Background: an optimization exercise with open tools, aiming at small area, a short achievable clock period and few clock cycles per item. Do not read the settings as production practice.
Only simulation tests tie the RTL to the original design; equivalence was not proved.

==> flow/design.v <==
module tcvt_lane (
    input  wire        src_f32,    
    input  wire [1:0]  dst_kind,   
    input  wire [6:0]  shift,      
    input  wire [2:0]  rm,         
    input  wire [31:0] acc,
    output reg  [11:0] elem,
    output reg  [4:0]  flags       
);
    localparam FL_NV = 5'b10000;
    localparam FL_OF = 5'b00100;
    localparam FL_UF = 5'b00010;
    localparam FL_NX = 5'b00001;
    wire [7:0]  f_exp  = acc[30:23];
    wire [22:0] f_frac = acc[22:0];
    wire is_nan  = src_f32 && (f_exp == 8'hFF) && (f_frac != 23'd0);
    wire is_snan = is_nan && !f_frac[22];
    wire is_inf  = src_f32 && (f_exp == 8'hFF) && (f_frac == 23'd0);
    wire is_zero = src_f32 ? (acc[30:0] == 31'd0) : (acc == 32'd0);
    wire neg     = acc[31];
    wire [31:0] int_abs = neg ? (~acc + 32'd1) : acc;
    wire [31:0] mant    = src_f32 ? {8'd0, (f_exp != 8'd0), f_frac} : int_abs;
    wire signed [10:0] q = src_f32 ? ($signed({3'b000, (f_exp == 8'd0) ? 8'd1 : f_exp}) - 11'sd150)
                                   : 11'sd0;
    wire signed [10:0] Q = q - {{4{shift[6]}}, shift};
    reg [4:0] lead;
    integer i;
    always @* begin
        lead = 5'd0;
        for (i = 0; i < 32; i = i + 1)
            if (mant[i]) lead = i[4:0];
    end
    wire signed [10:0] e = Q + $signed({6'd0, lead});
    wire is_float = !dst_kind[1];
    wire is_f12r  = (dst_kind == 2'd0);
    wire signed [10:0] emin = is_f12r ? -11'sd14 : -11'sd2;
    wire signed [10:0] emax = is_f12r ? 11'sd15 : 11'sd4;
    wire signed [10:0] pm1  = is_f12r ? 11'sd6 : 11'sd8;    
    wire tiny = (e < emin);
    wire signed [10:0] e_cl = tiny ? emin : e;
    wire signed [10:0] k = is_float ? (Q - e_cl + pm1) : Q;
    reg [13:0] ip;
    reg        g, st;
    reg [5:0]  n;
    reg [44:0] lsh;
    reg [65:0] rsh;
    always @* begin
        ip  = 14'd0;
        g   = 1'b0;
        st  = 1'b0;
        n   = 6'd0;
        lsh = 45'd0;
        rsh = 66'd0;
        if (!k[10]) begin
            if (k < 11'sd13) begin
                lsh = {13'd0, mant} << k[3:0];
                ip  = {1'b0, lsh[12:0]};
            end
        end else begin
            n   = (k < -11'sd34) ? 6'd34 : (~k[5:0] + 6'd1);
            rsh = {mant, 34'd0} >> n;
            ip  = {1'b0, rsh[46:34]};
            g   = rsh[33];
            st  = (rsh[32:0] != 33'd0);
        end
    end
    wire huge = !is_float && ($signed({6'd0, lead}) + k >= 11'sd13);
    wire inexact = g | st;
    reg  inc;
    always @* begin
        case (rm)
            3'd0:    inc = g & (st | ip[0]);    
            3'd2:    inc = neg & inexact;       
            3'd3:    inc = !neg & inexact;      
            3'd4:    inc = g;                   
            default: inc = 1'b0;                
        endcase
    end
    wire [13:0] m = ip + {13'd0, inc};
    wire carry  = is_f12r ? m[7] : m[9];
    wire normal = is_f12r ? (m[6] | m[7]) : (m[8] | m[9]);
    wire signed [10:0] ef = e_cl + {10'd0, carry};
    wire overflow = normal && (ef > emax);
    wire [10:0] field = normal ? (ef - emin + 11'sd1) : 11'd0;
    wire [7:0]  fr = carry ? 8'd0 : m[7:0];
    wire [10:0] f12r_mag = {field[4:0], fr[5:0]};
    wire [10:0] f12p_mag = {field[2:0], fr[7:0]};
    wire [10:0] mag = is_f12r ? f12r_mag : f12p_mag;
    wire big_inf = (rm == 3'd0) || (rm == 3'd4) || (rm == 3'd2 && neg) || (rm == 3'd3 && !neg);
    wire is_u12 = (dst_kind == 2'd3);
    wire below  = neg && (huge || (is_u12 ? (m != 14'd0) : (m > 14'd2048)));
    wire above  = !neg && (huge || (is_u12 ? (m > 14'd4095) : (m > 14'd2047)));
    wire [11:0] lo = is_u12 ? 12'h000 : 12'h800;
    wire [11:0] hi = is_u12 ? 12'hFFF : 12'h7FF;
    wire [11:0] m12 = m[11:0];
    always @* begin
        elem  = 12'h000;
        flags = 5'd0;
        if (is_float) begin
            if (is_nan) begin
                elem  = is_f12r ? 12'h7E0 : 12'h800;
                flags = is_snan ? FL_NV : 5'd0;
            end else if (is_inf) begin
                if (is_f12r) begin
                    elem = neg ? 12'hFC0 : 12'h7C0;
                end else begin
                    elem  = {neg, 11'h7FF};
                    flags = FL_OF | FL_NX;
                end
            end else if (is_zero) begin
                elem = (is_f12r && neg) ? 12'h800 : 12'h000;
            end else if (overflow) begin
                elem  = {neg, (is_f12r && big_inf) ? 11'h7C0 : (is_f12r ? 11'h7BF : 11'h7FF)};
                flags = FL_OF | FL_NX;
            end else begin
                if (mag == 11'd0)
                    elem = (is_f12r && neg) ? 12'h800 : 12'h000;
                else
                    elem = {neg, mag};
                flags = (inexact ? FL_NX : 5'd0) | ((inexact && tiny) ? FL_UF : 5'd0);
            end
        end else begin
            if (is_nan) begin
                elem  = 12'h000;
                flags = FL_NV;
            end else if (is_inf) begin
                elem  = neg ? lo : hi;
                flags = FL_NV;
            end else if (is_zero) begin
                elem  = 12'h000;
            end else if (below) begin
                elem  = lo;
                flags = src_f32 ? FL_NV : 5'd0;
            end else if (above) begin
                elem  = hi;
                flags = src_f32 ? FL_NV : 5'd0;
            end else begin
                elem  = neg ? (~m12 + 12'd1) : m12;
                flags = (inexact && src_f32) ? FL_NX : 5'd0;
            end
        end
    end
endmodule
module tcvt_unit (
    input  wire         clk,
    input  wire         rst,         
    input  wire         in_valid,
    input  wire         in_src_f32,  
    input  wire [1:0]   in_dst_kind, 
    input  wire [6:0]   in_shift,    
    input  wire [2:0]   in_rm,       
    input  wire [127:0] in_acc,      
    output reg          out_valid,
    output reg  [47:0]  out_elem,    
    output reg  [19:0]  out_flags    
);
    reg         r_valid;
    reg         r_src_f32;
    reg [1:0]   r_dst_kind;
    reg [6:0]   r_shift;
    reg [2:0]   r_rm;
    reg [127:0] r_acc;
    always @(posedge clk) begin
        if (rst)
            r_valid <= 1'b0;
        else
            r_valid <= in_valid;
        if (in_valid) begin
            r_src_f32  <= in_src_f32;
            r_dst_kind <= in_dst_kind;
            r_shift    <= in_shift;
            r_rm       <= in_rm;
            r_acc      <= in_acc;
        end
    end
    wire [47:0] elem;
    wire [19:0] flags;
    genvar l;
    generate
        for (l = 0; l < 4; l = l + 1) begin : lane
            tcvt_lane u_lane (
                .src_f32  (r_src_f32),
                .dst_kind (r_dst_kind),
                .shift    (r_shift),
                .rm       (r_rm),
                .acc      (r_acc[32*l +: 32]),
                .elem     (elem[12*l +: 12]),
                .flags    (flags[5*l +: 5])
            );
        end
    endgenerate
    always @(posedge clk) begin
        if (rst)
            out_valid <= 1'b0;
        else
            out_valid <= r_valid;
        if (r_valid) begin
            out_elem  <= elem;
            out_flags <= flags;
        end
    end
endmodule
==> flow/run.sh <==
#!/bin/bash
# synth_recipe.tcl (not shown) runs the flow's synth.tcl, then flattens the netlist and writes it again
# the make line also repeats each setting of config.mk as NAME=value (left out here)
make -C /OpenROAD-flow-scripts/flow DESIGN_CONFIG=/design/flow/config.mk WORK_HOME=/design/flow/orfs CLKGATE_MAP_FILE= SYNTH_SCRIPT=/design/flow/synth_recipe.tcl finish
==> flow/config.mk <==
export PLATFORM = sky130hd
export DESIGN_NAME = tcvt_unit
export DESIGN_NICKNAME = tcvt_unit
export VERILOG_FILES = /design/flow/design.v
export SDC_FILE = /design/flow/constraint.sdc
export NUM_CORES = 4
export LEC_CHECK = 0
export CAP_MARGIN = 20
export CORE_MARGIN = 2
export CORE_UTILIZATION = 40
export SLEW_MARGIN = 20
==> flow/constraint.sdc <==
create_clock -name core_clock -period 18.0 [get_ports {clk}]
set_input_delay 3.6000 -clock core_clock [delete_from_list [all_inputs] [get_ports {clk}]]
set_output_delay 3.6000 -clock core_clock [all_outputs]
set_load 0.01 [all_outputs]
==> run_results.csv <==
group,metric,value,unit
timing,final_min_period_over_clock_period,95.6,%
hold_path,timing.hold.worst.class,"register to register",
floorplanning,chipHeight,346,um
timing,setup_viol,0,
clocking,cts_buffers,27,
grt,gr-usage-all-layers,33.9,%
clocking,cts_hold_buf,0,
final_layout,finish.cell_count_without_fillers,8458,
hold_path,worstHoldEndpoint,"out_flags[17]",
drt,routed_via_density,6.76,
setup_path,startpoint_type_of_the_worst_setup_path,"register",
placement,placed_cells_incl_taps,8391,
drt,wl,215000,um
setup_path,cp.buffers_inverters,9,
synth,synth_seq_cells,207,
synth,synth-edff-count,205,
setup_path,regToRegSetupSlack,800,ps
grt,grt_overflow_total,0,
floorplanning,io_pins,213,
drt,detail-route-antenna-nets,0,
placement,place_worst_setup_slack,-212,ps
floorplanning,die_area,120000,um^2
grt,initial_antenna_violation_count,2,
clocking,clk_path_buf_depth,3,
floorplanning,coreArea,116000,um^2
grt,grt_pass1_vias,52408,
timing,fin_crit,17200,ps
synth,synth.yosys.seq_area_share,13.3,%
synth,post-synth-top-area-fraction,13.2,%
setup_path,crit_path_frequent_cell,"sky130_fd_sc_hd__ha_1",
hold_path,min_delay_path_depth,2,
timing,fmax,0.0581,GHz
final_layout,syn_to_final_growth,16.2,%
drt,drt-pass1-iter-count,9,
drt,routed-via-count,57194,
setup_path,critical_path.top_delay_family,"compound AO/OA/AOI/OAI gates",
placement,gp_routability_congestion,1.03,
timing,hold_viol_final,0,
timing,finalWorstSetupSlack,801,ps
synth,syn-cell-area,46800,um^2
placement,dp_hpwl,169000,um
floorplanning,row_count,125,
placement,buffer_ports.inserted,208,
synth,synth.lib_cells_used.distinct,136,
hold_path,holdCritStartpoint,"r_dst_kind[1]",
grt,largest_net_degree_at_the_start_of_global_routing,83,
setup_path,reg2regPathDepth,66,
timing,count_of_final_max_slew_check_failures,0,
setup_path,worst-endpoint-arrival,17570,ps
floorplanning,die_width,346,um
timing,max_clock_skew,36.3,ps
outcome,run_status,"timing/DRC/antenna clean",
clocking,cts_tree,"built",
synth,synthFlopType,"sky130_fd_sc_hd__edfxtp_1",
setup_path,worstSetupPathType,"register to register",
grt,grt_first_pass_wirelength,324000,um
synth,yosys-top-cells-area,"sky130_fd_sc_hd__edfxtp_1 (13%), sky130_fd_sc_hd__ha_1 (5.8%), sky130_fd_sc_hd__nor2_1 (5.1%), sky130_fd_sc_hd__o21ai_0 (5.0%), sky130_fd_sc_hd__nand2_1 (4.8%)",
final_layout,commonest_non_fill_non_tap_cells_in_the_layout,"sky130_fd_sc_hd__nor2_1 (629), sky130_fd_sc_hd__nand2_1 (598), sky130_fd_sc_hd__buf_4 (502)",
drt,detail_route.iter0.violations,8187,
setup_path,worstReg2RegEnd,"out_elem[28]",
synth,synth_cells,6619,
timing,timing_worst_slew_pin_value,1190,ps
final_layout,layout.cells.most_common,"sky130_fd_sc_hd__nor2_1",
final_layout,diodes,0,
synth,synth_warnings,2,
drt,post-route-drc-count,0,
synth,postSynthAreaPerCell,7.06,um^2
setup_path,crit_fanout,11,
timing,maxSlewHeadroom,20.0,%
clocking,cts_sinks,207,
drt,routed_wire_length_per_instance,25.4,um
synth,synth.largest_area_cell,"sky130_fd_sc_hd__edfxtp_1",
clocking,cts-htree-levels,1,
clocking,clock_latency,650,ps
job,max-cap-violations,0,
floorplanning,floorplan.initialDensity,40.3,%
timing,hold_ws,896,ps
setup_path,cp-end-kind,"register",
setup_path,regToRegStartpoint,"r_acc[83]",
synth,async_flop_share,0,%
timing,fin_setup_tns,0,ps
setup_path,crit_path_top_delay_cell,"sky130_fd_sc_hd__o32ai_1",
setup_path,worst_ep_required_time,18370,ps
setup_path,cpPeakStageDelay,800,ps
final_layout,post_route_cells_drive_above_1_share,12.6,%
clocking,clkTransAtPathRegs,60,ps
final_layout,nets,7299,
clocking,root_buffer,"sky130_fd_sc_hd__clkbuf_16",
state kept, by name, summed over array words and instances (netlist names):
register / count
r_shift: 7
r_acc: 128
r_valid: 1
out_valid: 1
out_flags: 16
out_elem: 48
r_src_f32: 1
r_rm: 3
r_dst_kind: 2
area by class of cell:
| cell class | instances | area [um^2] |
|---|---|---|
| Sequential cell | 207 | 6200 |
| Timing Repair Buffer | 722 | 6090 |
| Tap cell | 1524 | 1910 |
| Multi-Input combinational cell | 5752 | 38500 |
| Fill cell | 11878 | 61700 |
| Clock inverter | 16 | 151 |
| Inverter | 204 | 766 |
| Clock buffer | 33 | 708 |
repair_timing:
item                                    in CTS  in global routing
endpoints found under the setup margin      15                 49
resized for setup                            5                 87
pin swaps                                    0                  5
buffers inserted                             0                 18
endpoints found under the hold margin        0                  0
worst max-delay path by stage:
stage                     startpoint           end  slack (ps)  cells past startpoint
final                      r_acc[83]  out_elem[28]         800                     66
after global placement     r_acc[32]  out_elem[14]         -40                     74
after detailed placement   r_acc[32]  out_elem[14]        -210                     72
after CTS                  r_acc[32]  out_elem[14]          70                     74
after global routing       r_acc[40]  out_elem[14]         -60                     69
after floorplan           r_acc[107]  out_elem[41]        1790                     71
logic make-up after synthesis:
family / Yosys count / synth area share, %
flops: 207 / 13.3
fa+ha+maj: 245 / 6.92
buf+inv: 663 / 5.62
compound gates: 2347 / 34.8
other cells: 1 / 0.00802
mux: 229 / 5.17
simple gates: 2588 / 27.9
xor+xnor: 339 / 6.42
metal layers:
metal	GRT usage (%)	vias to the layer above	share of wire, %
met3	5.21	501	9.7
met5	0	-	0.0042
met1	47.7	27271	43
met4	13.5	2	4.7
met2	51.5	3215	42
li1	-	26205	-
metrics by stage:
stage | instance area, um^2 | utilization [%]
6_report | 54300 | 46.8
3_3_place_gp | 52900 | 45.6
2_1_floorplan | 46800 | -
3_5_place_dp | 52900 | 45.6
4_1_cts | 53800 | 46.3
5_1_grt | 54300 | 46.8
worst reg2reg max path: cells and delay by family (launching register included):
| kind | cells | cell delay (ps) |
|---|---|---|
| AOI/OAI and AO/OA | 31 | 7410 |
| and+or+nand+nor | 13 | 4250 |
| adders and majority gates | 8 | 2230 |
| buffers and inverters | 9 | 1410 |
| muxes | 2 | 720 |
| DFF | 1 | 530 |
| xor gates and xnor gates | 3 | 390 |
synth_stat cells (all sizes together), types with 75 or more instances:
cell type	count
buf	96
clkbuf	363
nand2	601
nor3	300
a21oi	430
xnor2	216
inv	194
nand2b	75
or3	117
xor2	123
nor2	634
a31oi	117
o211ai	162
nand4	89
o31ai	78
a211oi	141
mux2i	160
nand3	222
edfxtp	205
o22ai	88
o21ai	497
ha	217
nor4	97
a21o	83
Testbench counts, summed over its fixed seeds: cycles 64,008, items 64,000.

[what the ideal ports hide]
The results above use ideal ports. As a check the final layout listed here was re-extracted and re-timed, cells and wires unchanged. Step 1 assumes that a clkbuf_16 drives the clock port and a buf_2 every other input. Step 2, shift: input delay + t, output delay - t, t = (earliest + latest rising clock arrival at the registers) / 2. This alone moves slack from input paths to output paths. Three values: no drivers, after step 1, after step 2; two values: the first two.
t (ns): 0.691
setup WS [ns]: 0.801 / 0.801 / 0.801
hold slack, ns: 0.896 / 0.896 / 0.896
worst setup path at the end: register to register
cell pins on the clock port's net: 1
After both steps setup and hold are still met in this run. For this run, drivers alone change the setup slack by 0.000 ns; drivers and shift together by 0.000 ns.
